Source: an optimization exercise on an open RTL-to-GDS flow (aim: small area, a short achievable clock period and few clock cycles per item). Production flows keep margins and buffers that such runs may drop. Function was checked by simulation only, so behaviour that the tests miss may differ from the original. Power and IR drop assume default switching activity.

==> flow/run.sh <==
#!/bin/bash
# synth_recipe.tcl (not shown) runs the flow's synth.tcl, then flattens the netlist and writes it again
# the make line also repeats each setting of config.mk as NAME=value (left out here)
make -C /OpenROAD-flow-scripts/flow DESIGN_CONFIG=/design/flow/config.mk WORK_HOME=/design/flow/orfs CLKGATE_MAP_FILE= SYNTH_SCRIPT=/design/flow/synth_recipe.tcl finish
==> flow/config.mk <==
export PLATFORM = sky130hd
export DESIGN_NAME = mf_thresh
export DESIGN_NICKNAME = mf_thresh
export VERILOG_FILES = /design/flow/design.v
export SDC_FILE = /design/flow/constraint.sdc
export NUM_CORES = 4
export LEC_CHECK = 0
export CAP_MARGIN = 30
export CORE_MARGIN = 2
export CORE_UTILIZATION = 30
export PLACE_DENSITY = 0.5
export SLEW_MARGIN = 30
==> flow/constraint.sdc <==
create_clock -name core_clock -period 18.0 [get_ports {clk}]
set_input_delay 3.6000 -clock core_clock [delete_from_list [all_inputs] [get_ports {clk}]]
set_output_delay 3.6000 -clock core_clock [all_outputs]
set_load 0.01 [all_outputs]
==> flow/design.v <==
module mf_thresh #(
    parameter T = 8
) (
    input  wire               clk,
    input  wire               rst,           
    input  wire               in_valid,
    output wire               in_ready,
    input  wire               in_kind,       
    input  wire        [15:0] in_chan,
    input  wire signed [31:0] in_value,
    input  wire        [7:0]  in_flags,      
    input  wire        [15:0] in_tout,       
    input  wire        [15:0] in_tag,
    input  wire        [2:0]  in_thr,
    input  wire        [2:0]  in_field,      
    input  wire        [31:0] in_data,
    output wire               rep_valid,
    input  wire               rep_ready,
    output reg         [2:0]  rep_thr,
    output reg         [1:0]  rep_old,
    output reg         [1:0]  rep_new,
    output reg  signed [31:0] rep_value,
    output reg         [15:0] rep_tag
);
    localparam [1:0] UNKNOWN = 2'd0, BELOW = 2'd1, INSIDE = 2'd2, ABOVE = 2'd3;
    localparam [15:0] NONE = 16'hFFFF;
    reg        [15:0] chan  [0:T-1];
    reg signed [31:0] upper [0:T-1];
    reg signed [31:0] lower [0:T-1];
    reg        [31:0] hyst  [0:T-1];
    reg        [15:0] dwell [0:T-1];
    reg        [1:0]  zone  [0:T-1];
    reg        [1:0]  cand  [0:T-1];
    reg        [15:0] cnt   [0:T-1];
    reg               s_valid;
    reg               s_kind;
    reg        [15:0] s_chan;
    reg signed [31:0] s_value;
    reg        [7:0]  s_flags;
    reg        [15:0] s_tout;
    reg        [15:0] s_tag;
    reg        [2:0]  s_thr;
    reg        [2:0]  s_field;
    reg        [31:0] s_data;
    reg        [T-1:0] pend;
    reg        [1:0]   p_old [0:T-1];
    reg        [1:0]   p_new [0:T-1];
    reg signed [31:0]  p_value;
    reg        [15:0]  p_tag;
    assign in_ready  = ~s_valid & ~|pend;
    assign rep_valid = |pend;
    integer t;
    reg [2:0] first;
    always @* begin
        first = 3'd0;
        for (t = T - 1; t >= 0; t = t - 1)
            if (pend[t]) first = t[2:0];
        rep_thr   = first;
        rep_old   = p_old[first];
        rep_new   = p_new[first];
        rep_value = p_value;
        rep_tag   = p_tag;
    end
    reg        [T-1:0] act, fire;
    reg        [1:0]   n_zone [0:T-1];
    reg        [1:0]   n_cand [0:T-1];
    reg        [15:0]  n_cnt  [0:T-1];
    reg        [1:0]   z0, c;
    reg signed [33:0]  v64, up64, lo64, up_m_h, lo_p_h;
    reg        [31:0]  held;
    reg        [1:0]   p_new_c [0:T-1];
    reg        [1:0]   p_old_c [0:T-1];
    always @* begin
        v64 = {{2{s_value[31]}}, s_value};
        for (t = 0; t < T; t = t + 1) begin
            n_zone[t] = zone[t];
            n_cand[t] = cand[t];
            n_cnt[t]  = cnt[t];
            fire[t]   = 1'b0;
            act[t]    = (chan[t] != NONE) && (chan[t] == s_chan);
            z0        = zone[t];
            c         = INSIDE;
            up64      = {{2{upper[t][31]}}, upper[t]};
            lo64      = {{2{lower[t][31]}}, lower[t]};
            up_m_h    = up64 - $signed({2'b00, hyst[t]});
            lo_p_h    = lo64 + $signed({2'b00, hyst[t]});
            held      = 32'd0;
            if (act[t]) begin
                if (s_flags[7]) begin            
                    z0        = UNKNOWN;
                    n_zone[t] = UNKNOWN;
                    n_cand[t] = UNKNOWN;
                    n_cnt[t]  = 16'd0;
                end
                if (!(s_flags[0] || s_flags[1])) begin    
                    if (v64 > up64)
                        c = ABOVE;
                    else if (v64 < lo64)
                        c = BELOW;
                    else if (z0 == ABOVE && v64 >= up_m_h)
                        c = ABOVE;
                    else if (z0 == BELOW && v64 <= lo_p_h)
                        c = BELOW;
                    else
                        c = INSIDE;
                    if (c == z0) begin
                        n_cand[t] = z0;
                        n_cnt[t]  = 16'd0;
                    end else begin
                        n_cnt[t] = ((c != n_cand[t]) ? 16'd0 : n_cnt[t]) + 16'd1;
                        n_cand[t] = c;
                        held = n_cnt[t] * s_tout;
                        if (held >= {16'd0, dwell[t]}) begin
                            fire[t]   = 1'b1;
                            n_zone[t] = c;
                            n_cand[t] = c;
                            n_cnt[t]  = 16'd0;
                        end
                    end
                end
            end
            p_new_c[t] = c;
            p_old_c[t] = z0;
        end
    end
    always @(posedge clk) begin
        if (rst) begin
            s_valid <= 1'b0;
            pend    <= {T{1'b0}};
            for (t = 0; t < T; t = t + 1) begin
                chan[t]  <= NONE;
                upper[t] <= 32'sh7FFFFFFF;
                lower[t] <= 32'sh80000000;
                hyst[t]  <= 32'd0;
                dwell[t] <= 16'd0;
                zone[t]  <= UNKNOWN;
                cand[t]  <= UNKNOWN;
                cnt[t]   <= 16'd0;
            end
        end else begin
            if (in_valid && in_ready) begin
                s_valid <= 1'b1;
                s_kind  <= in_kind;
                s_chan  <= in_chan;
                s_value <= in_value;
                s_flags <= in_flags;
                s_tout  <= in_tout;
                s_tag   <= in_tag;
                s_thr   <= in_thr;
                s_field <= in_field;
                s_data  <= in_data;
            end
            if (s_valid) begin
                s_valid <= 1'b0;
                if (s_kind) begin
                    case (s_field)
                        3'd0: begin
                            chan[s_thr] <= s_data[15:0];
                            zone[s_thr] <= UNKNOWN;
                            cand[s_thr] <= UNKNOWN;
                            cnt[s_thr]  <= 16'd0;
                        end
                        3'd1: begin upper[s_thr] <= s_data;       cnt[s_thr] <= 16'd0; end
                        3'd2: begin lower[s_thr] <= s_data;       cnt[s_thr] <= 16'd0; end
                        3'd3: begin hyst[s_thr]  <= s_data;       cnt[s_thr] <= 16'd0; end
                        3'd4: begin dwell[s_thr] <= s_data[15:0]; cnt[s_thr] <= 16'd0; end
                        default: ;
                    endcase
                end else begin
                    for (t = 0; t < T; t = t + 1) begin
                        zone[t]  <= n_zone[t];
                        cand[t]  <= n_cand[t];
                        cnt[t]   <= n_cnt[t];
                        p_old[t] <= p_old_c[t];
                        p_new[t] <= p_new_c[t];
                    end
                    pend    <= fire;
                    p_value <= s_value;
                    p_tag   <= s_tag;
                end
            end else if (rep_valid && rep_ready) begin
                pend[first] <= 1'b0;
            end
        end
    end
endmodule
==> impl_metrics.env <==
export IMPL_worst_setup_path_startpoint="hyst[6][1]$_SDFFCE_PN0P_"
export IMPL_slowest_stage="sky130_fd_sc_hd__nor4_1"
export IMPL_timing_worst_slew_pin_value_ps=1070
export IMPL_clk_transition_reported_paths_ps=60
export IMPL_timing_critical_path_fanout_max=8
export IMPL_sequential_fraction_of_the_synthesis_area_pct=22.5
export IMPL_place_inst=27098
export IMPL_max_slew_violation_count=0
export IMPL_period_minus_slack_ps=17070
export IMPL_drc=0
export IMPL_run_status="timing/DRC/antenna clean"
export IMPL_critical_path_reg2reg_startpoint="hyst[6][1]$_SDFFCE_PN0P_"
export IMPL_cpMostUsedCell="sky130_fd_sc_hd__fa_1"
export IMPL_fmaxAchievable_ghz=0.0586
export IMPL_drv_max_cap_violation_count=0
export IMPL_die_area_mm2=0.601
export IMPL_instances_no_fill=27530
export IMPL_fin_crit_share_pct=94.8
export IMPL_core_area_mm2=0.593
export IMPL_postSynthNetCount=23619
export IMPL_place_congestion=0.871
export IMPL_yosys_most_used_dff="sky130_fd_sc_hd__edfxtp_1"
export IMPL_num_io_pins=188
export IMPL_dp_hpwl_um=421000
export IMPL_post_synth_inst_count=19371
export IMPL_kind_of_start_point_of_the_critical_path="flop"
export IMPL_track_usage_pct=18.9
export IMPL_cellPowerDensity_mw_per_mm2=46.2
export IMPL_reg2reg_setup_slack_ps=930
export IMPL_clock_tree_htree_level_count=4
export IMPL_die_width_um=775
export IMPL_grt_remaining_overflow=0
export IMPL_clock_latency_ps=980
export IMPL_routed_via_density=5.00
export IMPL_grt_max_degree=106
export IMPL_netlist_cell_type_count=103
export IMPL_max_stage_delay_ps=710
export IMPL_design_area_mm2=0.198
export IMPL_clock_skew_ps=124
export IMPL_initial_core_util_pct=30.1
export IMPL_ir_worst_vdd_mv=0.0836
export IMPL_cts_root_to_sink_buffers=4
export IMPL_antenna_found_initial=53
export IMPL_first_global_vias=139295
export IMPL_synth_async_reset_ratio_pct=0
export IMPL_global_route_wire_length_before_repair_um=874000
export IMPL_yosysMostFrequentCell="sky130_fd_sc_hd__inv_1"
export IMPL_yosys_register_bits=1395
export IMPL_drt_first_pass_iters=6
export IMPL_number_of_enable_type_register_cells_in_the_synthesized_netlist=1226
export IMPL_reg2reg_depth=61
export IMPL_timing_critical_path_to="zone[6][0]$_SDFFE_PP0P_"
export IMPL_placement_setup_worst_slack_ps=784
export IMPL_yosys_area_top_type="sky130_fd_sc_hd__edfxtp_1"
export IMPL_hold_path_class="flop to flop"
export IMPL_io_buffer_count=182
export IMPL_drt_initial_drc_count=9669
export IMPL_postRouteAntennaNets=0
export IMPL_total_power_mw=9.14
export IMPL_synthesis_yosys_warnings=8
export IMPL_final_worst_hold_slack_ps=409
export IMPL_slew_headroom_pct=28.5
export IMPL_routed_wire_length_um=577000
export IMPL_timing_final_ws_setup_ps=934
export IMPL_type_of_destination_of_the_critical_path="flop"
export IMPL_worst_ep_required_time_ps=18770
export IMPL_via_total_after_detailed_routing=137619
export IMPL_fin_setup_tns_ps=0
export IMPL_ys_top_cells_by_area="sky130_fd_sc_hd__edfxtp_1 (21%), sky130_fd_sc_hd__ha_1 (18%), sky130_fd_sc_hd__fa_1 (18%), sky130_fd_sc_hd__inv_1 (6.3%), sky130_fd_sc_hd__and2_1 (5.5%)"
export IMPL_layout_drive_gt1_share_pct=6.57
export IMPL_layout_area_overhead_vs_synth_pct=10.8
export IMPL_synth_area_mm2=0.178
export IMPL_postLayoutCoreUtil_pct=33.3
export IMPL_synth_common_cells="sky130_fd_sc_hd__inv_1 (3003), sky130_fd_sc_hd__ha_1 (2549), sky130_fd_sc_hd__nand2_1 (1677)"
export IMPL_dpl_cell_area_mm2=0.191
export IMPL_synthesis_area_per_instance_um2=9.21
export IMPL_floorplan_rows=283
export IMPL_layout_nets=23711
export IMPL_synth_top_area_share_pct=20.6
export IMPL_die_h_um=775
export IMPL_numCtsBuffers=193
export IMPL_path_class="flop to flop"
export IMPL_clockRootBuffer="sky130_fd_sc_hd__clkbuf_16"
export IMPL_clock_sinks=1395
export IMPL_hold_violation_count_in_the_final_report=0
export IMPL_routedWlPerCell_um=21.0
export IMPL_power_leakage_nw=91.3
export IMPL_reg2reg_to="zone[6][0]$_SDFFE_PP0P_"
export IMPL_rsz0062_at_grt="no"
export IMPL_tritoncts="built"
export IMPL_timing_critical_path_arrival_ps=17830
export IMPL_setup_violations=0
==> flip-flops by register name, indices dropped and copies added (netlist names), 3 cells and up <==
name,count
upper,256
p_old,16
cnt,128
pend,8
cand,16
s_thr,3
hyst,256
p_value,32
s_flags,3
s_tout,16
chan,128
p_tag,16
zone,16
s_tag,16
p_new,16
s_value,32
s_field,3
dwell,128
lower,256
s_chan,16
s_data,32
==> layout by cell type (no fill, tap or decap), drive strengths merged, types with 219 or more instances in the layout <==
cell type / instances
xnor2: 373
or2: 433
and2: 1574
nand3: 297
fa: 1568
buf: 380
clkbuf: 237
ha: 2549
inv: 3015
nand2: 1677
xor2: 471
nor2b: 219
a21o: 623
nand4: 304
a21oi: 861
edfxtp: 1226
nor2: 765
o21ai: 498
==> cell families after synthesis <==
logic type	after synthesis	synth area share, %
compound gates	3131	11.7
mux	50	0.295
buf+inv	3667	7.74
flops	1395	22.5
simple gates	6167	18.1
fa+ha+maj	4117	35.5
xor+xnor	844	4.15
==> what timing repair did <==
item / in CTS / in global routing
gates resized for setup: 0 / 5
endpoints found under the setup margin: 0 / 50
hold buffers: 0 / 0
setup buffers: 0 / 4
==> cell type report <==
class | count | area, µm²
diodes | 71 | 178
clock buffers | 237 | 5090
clock inverters | 117 | 1360
fillers | 61085 | 395000
inverters | 3003 | 11300
multi-input cells | 14309 | 125000
flip-flops and latches | 1395 | 40200
well taps | 7837 | 9810
repair buffers | 561 | 4920
==> power breakdown <==
group	switching (mW)	total [mW]	internal, mW	leakage [nW]
logic	0.932	1.47	0.535	75.8
registers	0.0542	3.63	3.58	12.4
clock network	1.70	4.04	2.34	3.11
total	2.69	9.14	6.45	91.3
==> worst max-delay path, delay by kind of cell, from the launching register on <==
| family | cells | cell delay (ps) |
|---|---|---|
| compound gates | 22 | 5320 |
| xor+xnor | 3 | 410 |
| fa+ha+maj | 11 | 4720 |
| buf+inv | 4 | 370 |
| flops | 1 | 400 |
| simple gates | 21 | 5590 |
==> routing by layer <==
metal / GRT usage (%) / share of wire [%]
met2: 31.2 / 46
met3: 2.29 / 5.7
met1: 26.1 / 45
met5: 0 / 0.0071
met4: 5.40 / 2.8
==> how the worst min path moves through the flow <==
stage                                to  slack, ps                 from  cells after the start
global route         p_tag[9]$_DFFE_PP_        430   s_tag[9]$_DFFE_PP_                      0
floorplan            p_tag[0]$_DFFE_PP_        400   s_tag[0]$_DFFE_PP_                      0
global placement    p_tag[13]$_DFFE_PP_        400  s_tag[13]$_DFFE_PP_                      0
CTS                  p_tag[7]$_DFFE_PP_        420   s_tag[7]$_DFFE_PP_                      0
finish               p_tag[6]$_DFFE_PP_        410   s_tag[6]$_DFFE_PP_                      0
detailed placement   p_tag[6]$_DFFE_PP_        400   s_tag[6]$_DFFE_PP_                      0
Testbench counts, summed over its fixed seeds: cycles 65,799, items 32,320.

afterwards: timing with drivers on the ports:
How much do the figures lean on ideal ports? The routed layout below was timed once more, with nothing changed but the port constraints.
Step 1 assumes that a clkbuf_16 drives the clock port and a buf_2 every other input.
Step 2 times the ports against the registers' clock, not the clock port: input delays grow and output delays shrink by t, the midpoint of the rising clock arrivals with the driver on.
a / b / c = ideal ports / drivers / drivers and shift; a / b = the first two.
t, ns: 1.045
setup slack, ns: 0.934 / 0.934 / 0.934
hold slack, ns: 0.409 / 0.409 / 0.409
latest minus earliest clock arrival (ns): 0.125 / 0.126
worst data-port slew with drivers (ns): 0.09
After both steps setup and hold are still met in this run. For this run, drivers alone change the setup slack by 0.000 ns; drivers and shift together by 0.000 ns.
